Context: an optimization exercise on an open-source flow, tuned for small area, a short achievable clock period and few clock cycles per item. The choices shown serve that exercise and are no tape-out recipe. Function was checked by simulation only, so behaviour that the tests miss may differ from the original.

==> yarrow: inputs <==
==> flow/design.v (excerpt) <==
module le_law (
    input  wire        clk,
    input  wire        rst,
    input  wire        cfg_we,
    input  wire [3:0]  cfg_addr,
    input  wire [31:0] cfg_wdata,
    input  wire        in_valid,
    output wire        in_ready,
    input  wire [31:0] in_y,
    input  wire [31:0] in_sp,
    input  wire [31:0] in_ff,
    output reg         out_valid,
    output reg         out_fail,
    output wire [31:0] out_us,
    output wire [31:0] out_r,
    output wire [31:0] out_e,
    output wire [31:0] out_u
);
    localparam A_KP = 4'd0, A_KI = 4'd1, A_KD = 4'd2, A_TF = 4'd3, A_KFF = 4'd4,
               A_KAW = 4'd5, A_UMIN = 4'd6, A_UMAX = 4'd7, A_RATE = 4'd8,
               A_TS = 4'd9, A_IINIT = 4'd10, A_CTRL = 4'd11, A_RESTART = 4'd12;
    reg [31:0] kp, ki, kd, tf, kff, kaw, umin, umax, rate, ts, iinit;
    reg        dsrc;
    reg [1:0]  ffsrc;
    reg [31:0] c_rt, c_kit, c_kawt, c_alpha, c_beta;
    reg [31:0] st_i, st_d, st_xp, st_r, st_t;
    reg        first;
    reg [31:0] y, sp, ff;
    reg        in_bad;
    reg [31:0] rr, re, ru, rdn, rti, rtx, ma, mb, mc;
    function is_nan(input [31:0] v);
        is_nan = (&v[30:23]) & (|v[22:0]);
    endfunction
    function is_nonfinite(input [31:0] v);
        is_nonfinite = &v[30:23];
    endfunction
    function flt(input [31:0] a, input [31:0] b);
        if (is_nan(a) || is_nan(b))
            flt = 1'b0;
        else if (a[30:0] == 0 && b[30:0] == 0)
            flt = 1'b0;
        else if (a[31] != b[31])
            flt = a[31];
        else if (a[31] == 1'b0)
            flt = a[30:0] < b[30:0];
        else
            flt = a[30:0] > b[30:0];
    endfunction
    function [1:0] magcmp31(input [30:0] a, input [30:0] b);
        reg [31:0] g, l;
        integer i, w;
        begin
            g = {1'b0, a & ~b};
            l = {1'b0, ~a & b};
            for (w = 1; w < 32; w = w * 2)
                for (i = 31; i >= 0; i = i - 1)
                    if (i % (2 * w) == 2 * w - 1) begin
                        g[i] = g[i] | (~l[i] & g[i - w]);
                        l[i] = l[i] | (~g[i] & l[i - w]);
                    end
            magcmp31 = {g[31], l[31]};
        end
    endfunction
    function [31:0] neg(input [31:0] v);
        neg = {~v[31], v[30:0]};
    endfunction
    reg [7:0]  kk;             
    reg        fin;            
    reg [2:0]  tail;           
  ...
make LEC_CHECK=0 ABC_AREA=0 ABC_CLOCK_PERIOD_IN_PS=12000 CAP_MARGIN=20 CORE_MARGIN=2 CORE_UTILIZATION=30 PLACE_DENSITY=0.45 SETUP_SLACK_MARGIN=4 SLEW_MARGIN=20 finish   # period 20.0 ns
run.sh (not shown) runs the stock make flow with config.mk's settings and CLKGATE_MAP_FILE= SYNTH_SCRIPT=/design/flow/synth_recipe.tcl, a recipe that flattens the netlist after the stock synthesis.
==> tundra (differences from yarrow) <==
--- a/flow/design.v
+++ b/flow/design.v
@@ -132,36 +132,39 @@
     wire [7:0]  eb = {b[30:24], b[23] | ~bn};
     wire [9:0]  esum = {2'b0, ea} + {2'b0, eb};
     wire signed [10:0] e47f = $signed({1'b0, esum}) - 11'sd126;
     wire slow = ~special & (~an | ~bn | (e47f < 11'sd2));
     reg  [2:0]  fs;
+    reg         ua;            
     reg  [4:0]  lz;
     reg  [26:0] wm;
     reg         ws;
     reg signed [10:0] we;
-    wire        sw = ~bn;
-    wire [23:0] mu = sw ? {bn, b[22:0]} : {an, a[22:0]};
-    wire [23:0] mv = sw ? {an, a[22:0]} : {bn, b[22:0]};
+    wire [23:0] ma = {an, a[22:0]};
+    wire [23:0] mb = {bn, b[22:0]};
+    wire        nz = (fs != 3'd0);
     wire [47:0] p;
-    mul24 u_m (.a(fs == 3'd0 ? mu : wm[23:0]), .b(mv), .p(p));
+    mul24 u_m (.a(nz && !ua ? wm[23:0] : mb), .b(nz && ua ? wm[23:0] : ma), .p(p));
     wire [26:0] m0 = p[47] ? p[47:21] : p[46:20];
     wire        s0 = p[47] ? (|p[20:0]) : (|p[19:0]);
-    wire signed [10:0] e0 = p[47] ? e47f : e47f - 11'sd1;
+    wire signed [10:0] e0h = e47f - $signed({6'd0, lz});
+    wire signed [10:0] e0l = e47f - 11'sd1 - $signed({6'd0, lz});
     always @(posedge clk) begin
         if (rst) begin
             fs <= 3'd0;
         end else begin
             case (fs)
                 3'd0: if (req && slow) begin
-                          wm <= {3'd0, mu};
+                          ua <= ~an;
+                          wm <= {3'd0, ~an ? ma : mb};
                           lz <= 5'd0;
                           fs <= 3'd1;
                       end
                 3'd1: if (wm[23]) fs <= 3'd2;
                       else begin wm <= {3'd0, wm[22:0], 1'b0}; lz <= lz + 5'd1; end
                 3'd2: begin
-                          wm <= m0; ws <= s0; we <= e0 - $signed({6'd0, lz});
+                          wm <= m0; ws <= s0; we <= p[47] ? e0h : e0l;
                           fs <= 3'd3;
                       end
                 3'd3: if (we < 11'sd1) begin
                           if (we < -11'sd30) begin
                               ws <= ws | (|wm);
@@ -176,23 +179,28 @@
                 default: fs <= 3'd0;
             endcase
         end
     end
     assign stall = req & slow & (fs != 3'd4);
-    wire        sl  = (fs == 3'd4);
-    wire [26:0] m1  = sl ? wm : m0;
-    wire        s1  = sl ? ws : s0;
-    wire signed [10:0] e1 = sl ? we : e0;
-    wire [7:0]  fe  = m1[26] ? e1[7:0] : 8'd0;
-    wire        inc = m1[2] & (m1[1] | m1[0] | s1 | m1[3]);
-    wire [30:0] pk  = {fe, m1[25:3]} + {30'd0, inc};
-    wire        ovf = e1 > 11'sd254;
+    wire        sth  = |p[20:0];
+    wire        stl  = |p[19:0];
+    wire        inch = p[23] & (p[22] | p[21] | sth | p[24]);
+    wire        incl = p[22] & (p[21] | p[20] | stl | p[23]);
+    wire signed [10:0] e47l = e47f - 11'sd1;
+    wire [30:0] pkh  = {e47f[7:0], p[46:24]} + {30'd0, inch};
+    wire [30:0] pkl  = {e47l[7:0], p[45:23]} + {30'd0, incl};
+    wire        ovfh = e47f > 11'sd254;
+    wire        ovfl = e47l > 11'sd254;
+    wire [30:0] pkf  = p[47] ? (ovfh ? {8'hFF, 23'd0} : pkh) : (ovfl ? {8'hFF, 23'd0} : pkl);
+    wire        sl   = (fs == 3'd4);
+    wire [7:0]  fes  = wm[26] ? we[7:0] : 8'd0;
+    wire        incs = wm[2] & (wm[1] | wm[0] | ws | wm[3]);
+    wire [30:0] pks  = (we > 11'sd254) ? {8'hFF, 23'd0} : {fes, wm[25:3]} + {30'd0, incs};
     assign y = (a_nan | b_nan | (a_inf & b_zero) | (b_inf & a_zero)) ? 32'h7FC00000 :
                (a_inf | b_inf) ? {sg, 8'hFF, 23'd0} :
                (a_zero | b_zero | tiny) ? {sg, 31'd0} :
-               ovf ? {sg, 8'hFF, 23'd0} :
-               {sg, pk};
+               {sg, sl ? pks : pkf};
 endmodule
 module fdiv (
     input  wire        clk,
     input  wire        rst,
     input  wire        start,
@@ -452,20 +460,53 @@
     wire ya_ti  = tail[2];
     wire ya_tf  = !(ya_y | ya_ip | ya_mb | ya_ti);
     function [31:0] sel(input s, input [31:0] v);
         sel = {32{s}} & v;
     endfunction
+    wire [7:0] kk_n   = (fin && fail && kk[0]) ? 8'd1 :
+                        (last || !busy) ? {7'd0, take} : {kk[6:0], 1'b0};
+    wire [2:0] tail_n = (fin && !fail) ? 3'b001 : {tail[1:0], 1'b0};
+    reg  [2:0] pre_n;
+    always @* begin
+        case (pre)
+            3'd0: pre_n = (dirty && !busy && !fin && tail == 3'd0) ? 3'd1 : 3'd0;
+            3'd1: pre_n = 3'd2;
+            3'd2: pre_n = 3'd3;
+            3'd3: pre_n = 3'd4;
+            3'd4: pre_n = div_done ? 3'd5 : 3'd4;
+            3'd5: pre_n = div_done ? 3'd0 : 3'd5;
+            default: pre_n = 3'd0;
+        endcase
+    end
+    wire [31:0] m_a_n = sel((d0 & kk_n[0]) | (d1 & kk_n[1]), c_alpha) |
+                        sel((d0 & kk_n[1]) | (d1 & kk_n[4]), c_beta) |
+                        sel(kk_n[3], kp) |
+                        sel((d0 & kk_n[4]) | (d1 & kk_n[5]), c_kit) |
+                        sel((d0 & kk_n[5]) | (d1 & kk_n[6]), kff) |
+                        sel(tail_n[1], c_kawt) |
+                        sel(pre_n == 3'd1, rate) | sel(pre_n == 3'd2, ki) | sel(pre_n == 3'd3, kaw);
+    wire [31:0] d_n   = d0 ? (last ? rdn : d_p) : ((fin && !fail) ? rdn : d_p);
+    wire [31:0] m_b_n = sel((d0 & kk_n[0]) | (d1 & kk_n[1]), d_n) |
+                        sel((d0 & kk_n[1]) | tail_n[1], ay_y) |
+                        sel(kk_n[3] | (d1 & kk_n[4]), ax_y) |
+                        sel((d0 & kk_n[4]) | (d1 & kk_n[5]), re) |
+                        sel((d0 & kk_n[5]) | (d1 & kk_n[6]), ffsel) |
+                        sel(pre_n == 3'd1 || pre_n == 3'd2 || pre_n == 3'd3, ts);
+    reg  [31:0] m_ar, m_br;
+    always @(posedge clk)
+        if (!mstall) begin
+            m_ar <= m_a_n;
+            m_br <= m_b_n;
+        end
     always @* begin
         ax_a = sel(xa_sp, sp) | sel(xa_r0, r0) | sel(xa_rr, rr) | sel(xa_x, x) |
                sel(xa_ma, ma) | sel(xa_mc, mc) | sel(xa_ru, ru);
         ax_b = sel(xb_r0, neg(r0_0)) | sel(xb_cl, clamp2) | sel(xb_y, neg(y)) |
                sel(xb_xp, neg(xp)) | sel(xb_mc, mc) | sel(xb_ip, i_p) | sel(xb_dn, rdn) |
                sel(xb_mb, mb);
-        m_a  = sel(ma_al, c_alpha) | sel(ma_be, c_beta) | sel(ma_kp, kp) | sel(ma_ki, c_kit) |
-               sel(ma_kf, kff) | sel(tail[1], c_kawt) | sel(p1, rate) | sel(p2, ki) | sel(p3, kaw);
-        m_b  = sel(mb_dp, d_p0) | sel(mb_tx, rtx) | sel(mb_re, re) | sel(mb_ff, ffsel) |
-               sel(mb_ts, ts);
+        m_a  = m_ar;
+        m_b  = m_br;
         ay_a = sel(ya_y, neg(y)) | sel(ya_ip, i_p) | sel(ya_mb, mb) | sel(ya_ti, rti) |
                sel(ya_tf, tf);
         ay_b = sel(ya_y, neg(xp0)) | sel(ya_ip, mc) | sel(ya_mb, neg(ru)) | sel(ya_ti, rtx) |
                sel(ya_tf, ts);
     end
- ABC_AREA: 0 -> 1
- PLACE_DENSITY: 0.45 -> not set
- SETUP_SLACK_MARGIN: 4 -> 5
==> fjord (differences from yarrow) <==
--- a/flow/design.v
+++ b/flow/design.v
@@ -132,36 +132,39 @@
     wire [7:0]  eb = {b[30:24], b[23] | ~bn};
     wire [9:0]  esum = {2'b0, ea} + {2'b0, eb};
     wire signed [10:0] e47f = $signed({1'b0, esum}) - 11'sd126;
     wire slow = ~special & (~an | ~bn | (e47f < 11'sd2));
     reg  [2:0]  fs;
+    reg         ua;            
     reg  [4:0]  lz;
     reg  [26:0] wm;
     reg         ws;
     reg signed [10:0] we;
-    wire        sw = ~bn;
-    wire [23:0] mu = sw ? {bn, b[22:0]} : {an, a[22:0]};
-    wire [23:0] mv = sw ? {an, a[22:0]} : {bn, b[22:0]};
+    wire [23:0] ma = {an, a[22:0]};
+    wire [23:0] mb = {bn, b[22:0]};
+    wire        nz = (fs != 3'd0);
     wire [47:0] p;
-    mul24 u_m (.a(fs == 3'd0 ? mu : wm[23:0]), .b(mv), .p(p));
+    mul24 u_m (.a(nz && !ua ? wm[23:0] : mb), .b(nz && ua ? wm[23:0] : ma), .p(p));
     wire [26:0] m0 = p[47] ? p[47:21] : p[46:20];
     wire        s0 = p[47] ? (|p[20:0]) : (|p[19:0]);
-    wire signed [10:0] e0 = p[47] ? e47f : e47f - 11'sd1;
+    wire signed [10:0] e0h = e47f - $signed({6'd0, lz});
+    wire signed [10:0] e0l = e47f - 11'sd1 - $signed({6'd0, lz});
     always @(posedge clk) begin
         if (rst) begin
             fs <= 3'd0;
         end else begin
             case (fs)
                 3'd0: if (req && slow) begin
-                          wm <= {3'd0, mu};
+                          ua <= ~an;
+                          wm <= {3'd0, ~an ? ma : mb};
                           lz <= 5'd0;
                           fs <= 3'd1;
                       end
                 3'd1: if (wm[23]) fs <= 3'd2;
                       else begin wm <= {3'd0, wm[22:0], 1'b0}; lz <= lz + 5'd1; end
                 3'd2: begin
-                          wm <= m0; ws <= s0; we <= e0 - $signed({6'd0, lz});
+                          wm <= m0; ws <= s0; we <= p[47] ? e0h : e0l;
                           fs <= 3'd3;
                       end
                 3'd3: if (we < 11'sd1) begin
                           if (we < -11'sd30) begin
                               ws <= ws | (|wm);
@@ -176,23 +179,28 @@
                 default: fs <= 3'd0;
             endcase
         end
     end
     assign stall = req & slow & (fs != 3'd4);
-    wire        sl  = (fs == 3'd4);
-    wire [26:0] m1  = sl ? wm : m0;
-    wire        s1  = sl ? ws : s0;
-    wire signed [10:0] e1 = sl ? we : e0;
-    wire [7:0]  fe  = m1[26] ? e1[7:0] : 8'd0;
-    wire        inc = m1[2] & (m1[1] | m1[0] | s1 | m1[3]);
-    wire [30:0] pk  = {fe, m1[25:3]} + {30'd0, inc};
-    wire        ovf = e1 > 11'sd254;
+    wire        sth  = |p[20:0];
+    wire        stl  = |p[19:0];
+    wire        inch = p[23] & (p[22] | p[21] | sth | p[24]);
+    wire        incl = p[22] & (p[21] | p[20] | stl | p[23]);
+    wire signed [10:0] e47l = e47f - 11'sd1;
+    wire [30:0] pkh  = {e47f[7:0], p[46:24]} + {30'd0, inch};
+    wire [30:0] pkl  = {e47l[7:0], p[45:23]} + {30'd0, incl};
+    wire        ovfh = e47f > 11'sd254;
+    wire        ovfl = e47l > 11'sd254;
+    wire [30:0] pkf  = p[47] ? (ovfh ? {8'hFF, 23'd0} : pkh) : (ovfl ? {8'hFF, 23'd0} : pkl);
+    wire        sl   = (fs == 3'd4);
+    wire [7:0]  fes  = wm[26] ? we[7:0] : 8'd0;
+    wire        incs = wm[2] & (wm[1] | wm[0] | ws | wm[3]);
+    wire [30:0] pks  = (we > 11'sd254) ? {8'hFF, 23'd0} : {fes, wm[25:3]} + {30'd0, incs};
     assign y = (a_nan | b_nan | (a_inf & b_zero) | (b_inf & a_zero)) ? 32'h7FC00000 :
                (a_inf | b_inf) ? {sg, 8'hFF, 23'd0} :
                (a_zero | b_zero | tiny) ? {sg, 31'd0} :
-               ovf ? {sg, 8'hFF, 23'd0} :
-               {sg, pk};
+               {sg, sl ? pks : pkf};
 endmodule
 module fdiv (
     input  wire        clk,
     input  wire        rst,
     input  wire        start,
@@ -452,20 +460,53 @@
     wire ya_ti  = tail[2];
     wire ya_tf  = !(ya_y | ya_ip | ya_mb | ya_ti);
     function [31:0] sel(input s, input [31:0] v);
         sel = {32{s}} & v;
     endfunction
+    wire [7:0] kk_n   = (fin && fail && kk[0]) ? 8'd1 :
+                        (last || !busy) ? {7'd0, take} : {kk[6:0], 1'b0};
+    wire [2:0] tail_n = (fin && !fail) ? 3'b001 : {tail[1:0], 1'b0};
+    reg  [2:0] pre_n;
+    always @* begin
+        case (pre)
+            3'd0: pre_n = (dirty && !busy && !fin && tail == 3'd0) ? 3'd1 : 3'd0;
+            3'd1: pre_n = 3'd2;
+            3'd2: pre_n = 3'd3;
+            3'd3: pre_n = 3'd4;
+            3'd4: pre_n = div_done ? 3'd5 : 3'd4;
+            3'd5: pre_n = div_done ? 3'd0 : 3'd5;
+            default: pre_n = 3'd0;
+        endcase
+    end
+    wire [31:0] m_a_n = sel((d0 & kk_n[0]) | (d1 & kk_n[1]), c_alpha) |
+                        sel((d0 & kk_n[1]) | (d1 & kk_n[4]), c_beta) |
+                        sel(kk_n[3], kp) |
+                        sel((d0 & kk_n[4]) | (d1 & kk_n[5]), c_kit) |
+                        sel((d0 & kk_n[5]) | (d1 & kk_n[6]), kff) |
+                        sel(tail_n[1], c_kawt) |
+                        sel(pre_n == 3'd1, rate) | sel(pre_n == 3'd2, ki) | sel(pre_n == 3'd3, kaw);
+    wire [31:0] d_n   = d0 ? (last ? rdn : d_p) : ((fin && !fail) ? rdn : d_p);
+    wire [31:0] m_b_n = sel((d0 & kk_n[0]) | (d1 & kk_n[1]), d_n) |
+                        sel((d0 & kk_n[1]) | tail_n[1], ay_y) |
+                        sel(kk_n[3] | (d1 & kk_n[4]), ax_y) |
+                        sel((d0 & kk_n[4]) | (d1 & kk_n[5]), re) |
+                        sel((d0 & kk_n[5]) | (d1 & kk_n[6]), ffsel) |
+                        sel(pre_n == 3'd1 || pre_n == 3'd2 || pre_n == 3'd3, ts);
+    reg  [31:0] m_ar, m_br;
+    always @(posedge clk)
+        if (!mstall) begin
+            m_ar <= m_a_n;
+            m_br <= m_b_n;
+        end
     always @* begin
         ax_a = sel(xa_sp, sp) | sel(xa_r0, r0) | sel(xa_rr, rr) | sel(xa_x, x) |
                sel(xa_ma, ma) | sel(xa_mc, mc) | sel(xa_ru, ru);
         ax_b = sel(xb_r0, neg(r0_0)) | sel(xb_cl, clamp2) | sel(xb_y, neg(y)) |
                sel(xb_xp, neg(xp)) | sel(xb_mc, mc) | sel(xb_ip, i_p) | sel(xb_dn, rdn) |
                sel(xb_mb, mb);
-        m_a  = sel(ma_al, c_alpha) | sel(ma_be, c_beta) | sel(ma_kp, kp) | sel(ma_ki, c_kit) |
-               sel(ma_kf, kff) | sel(tail[1], c_kawt) | sel(p1, rate) | sel(p2, ki) | sel(p3, kaw);
-        m_b  = sel(mb_dp, d_p0) | sel(mb_tx, rtx) | sel(mb_re, re) | sel(mb_ff, ffsel) |
-               sel(mb_ts, ts);
+        m_a  = m_ar;
+        m_b  = m_br;
         ay_a = sel(ya_y, neg(y)) | sel(ya_ip, i_p) | sel(ya_mb, mb) | sel(ya_ti, rti) |
                sel(ya_tf, tf);
         ay_b = sel(ya_y, neg(xp0)) | sel(ya_ip, mc) | sel(ya_mb, neg(ru)) | sel(ya_ti, rtx) |
                sel(ya_tf, ts);
     end
- ABC_AREA: 0 -> 1
- SETUP_SLACK_MARGIN: 4 -> 5
==> comparison table <==
Run status: yarrow complete, no violations; fjord complete, no violations; tundra complete, no violations
Layout Skew: yarrow 97.46 ps; fjord 114.5 ps; tundra 127.6 ps
Summed instance area of the synthesized netlist: yarrow 103,800 sq um; fjord 108,700 sq um; tundra 108,700 sq um
Initial antenna violation count: yarrow 57; fjord 85; tundra 124
Count of inserted tapcells: yarrow 4,557; fjord 4,794; tundra 4,794
Maximum frequency from static timing analysis: yarrow 0.06007 GHz; fjord 0.06955 GHz; tundra 0.06938 GHz
Number of logic inverters in the finished layout: yarrow 544; fjord 2,077; tundra 2,078
Register bit total from synthesis: yarrow 1,235; fjord 1,300; tundra 1,300
Post-synthesis share of cell area spent on and, or, nand and nor gates: yarrow 19.63%; fjord 24.89%; tundra 24.89%
Number of rows created at floorplan: yarrow 215; fjord 221; tundra 221
Average routed wire per standard cell: yarrow 33.26 microns; fjord 33.23 microns; tundra 34.48 microns
Final core area utilization: yarrow 35.81%; fjord 34.47%; tundra 34.72%
Levels on crit path: yarrow 83; fjord 73; tundra 77
DR WL met2: yarrow 257,000 microns; fjord 279,700 microns; tundra 293,400 microns
Library cell contributing the largest single delay on the critical path: yarrow or4_4; fjord inv_1; tundra o21ai_1
Capture instance of the worst register-to-register path: yarrow c_rt[3]; fjord m_br[0]; tundra rtx[22]
1st-pass router iterations: yarrow 13; fjord 8; tundra 9
Cell count after placement: yarrow 17,333; fjord 20,208; tundra 20,274
Worst hold endpoint: yarrow st_r[18]; fjord kd[2]; tundra kd[28]
Antenna diode count: yarrow 27; fjord 50; tundra 74
Layout fillers: yarrow 36,113; fjord 39,224; tundra 39,196
Testbench counts of yarrow, summed over its fixed seeds: cycles 11,624, samples 1,600.
Testbench counts of tundra, summed over its fixed seeds: cycles 11,624, samples 1,600.
Testbench counts of fjord, summed over its fixed seeds: cycles 11,624, samples 1,600.

-- what the ideal ports hide --
No port has a modelled driver above. Below, the same layouts with a new extraction and two added sets of constraints.
Step 1, drivers: a clkbuf_16 drives clk and a buf_2 each remaining input, both assumed.
Step 2 moves the port delays by t, midway between the first and last clock arrival at a register: inputs arrive t later, outputs are due t later. That takes back most of the time a late clock gives input paths.
a / b / c = ideal ports / drivers / drivers and shift; a / b = the first two.
| run | t, ns | setup WS [ns] | worst setup path at the end | worst register clock-pin slew, ns |
|---|---|---|---|---|
| yarrow | 0.935 | 3.352 / 3.352 / 3.352 | register to register | 0.07 / 0.07 |
| tundra | 0.984 | 5.587 / 5.587 / 5.587 | register to register | 0.07 / 0.07 |
| fjord | 1.008 | 5.623 / 5.623 / 5.623 | register to register | 0.07 / 0.07 |
After both steps setup and hold are still met in every run listed.
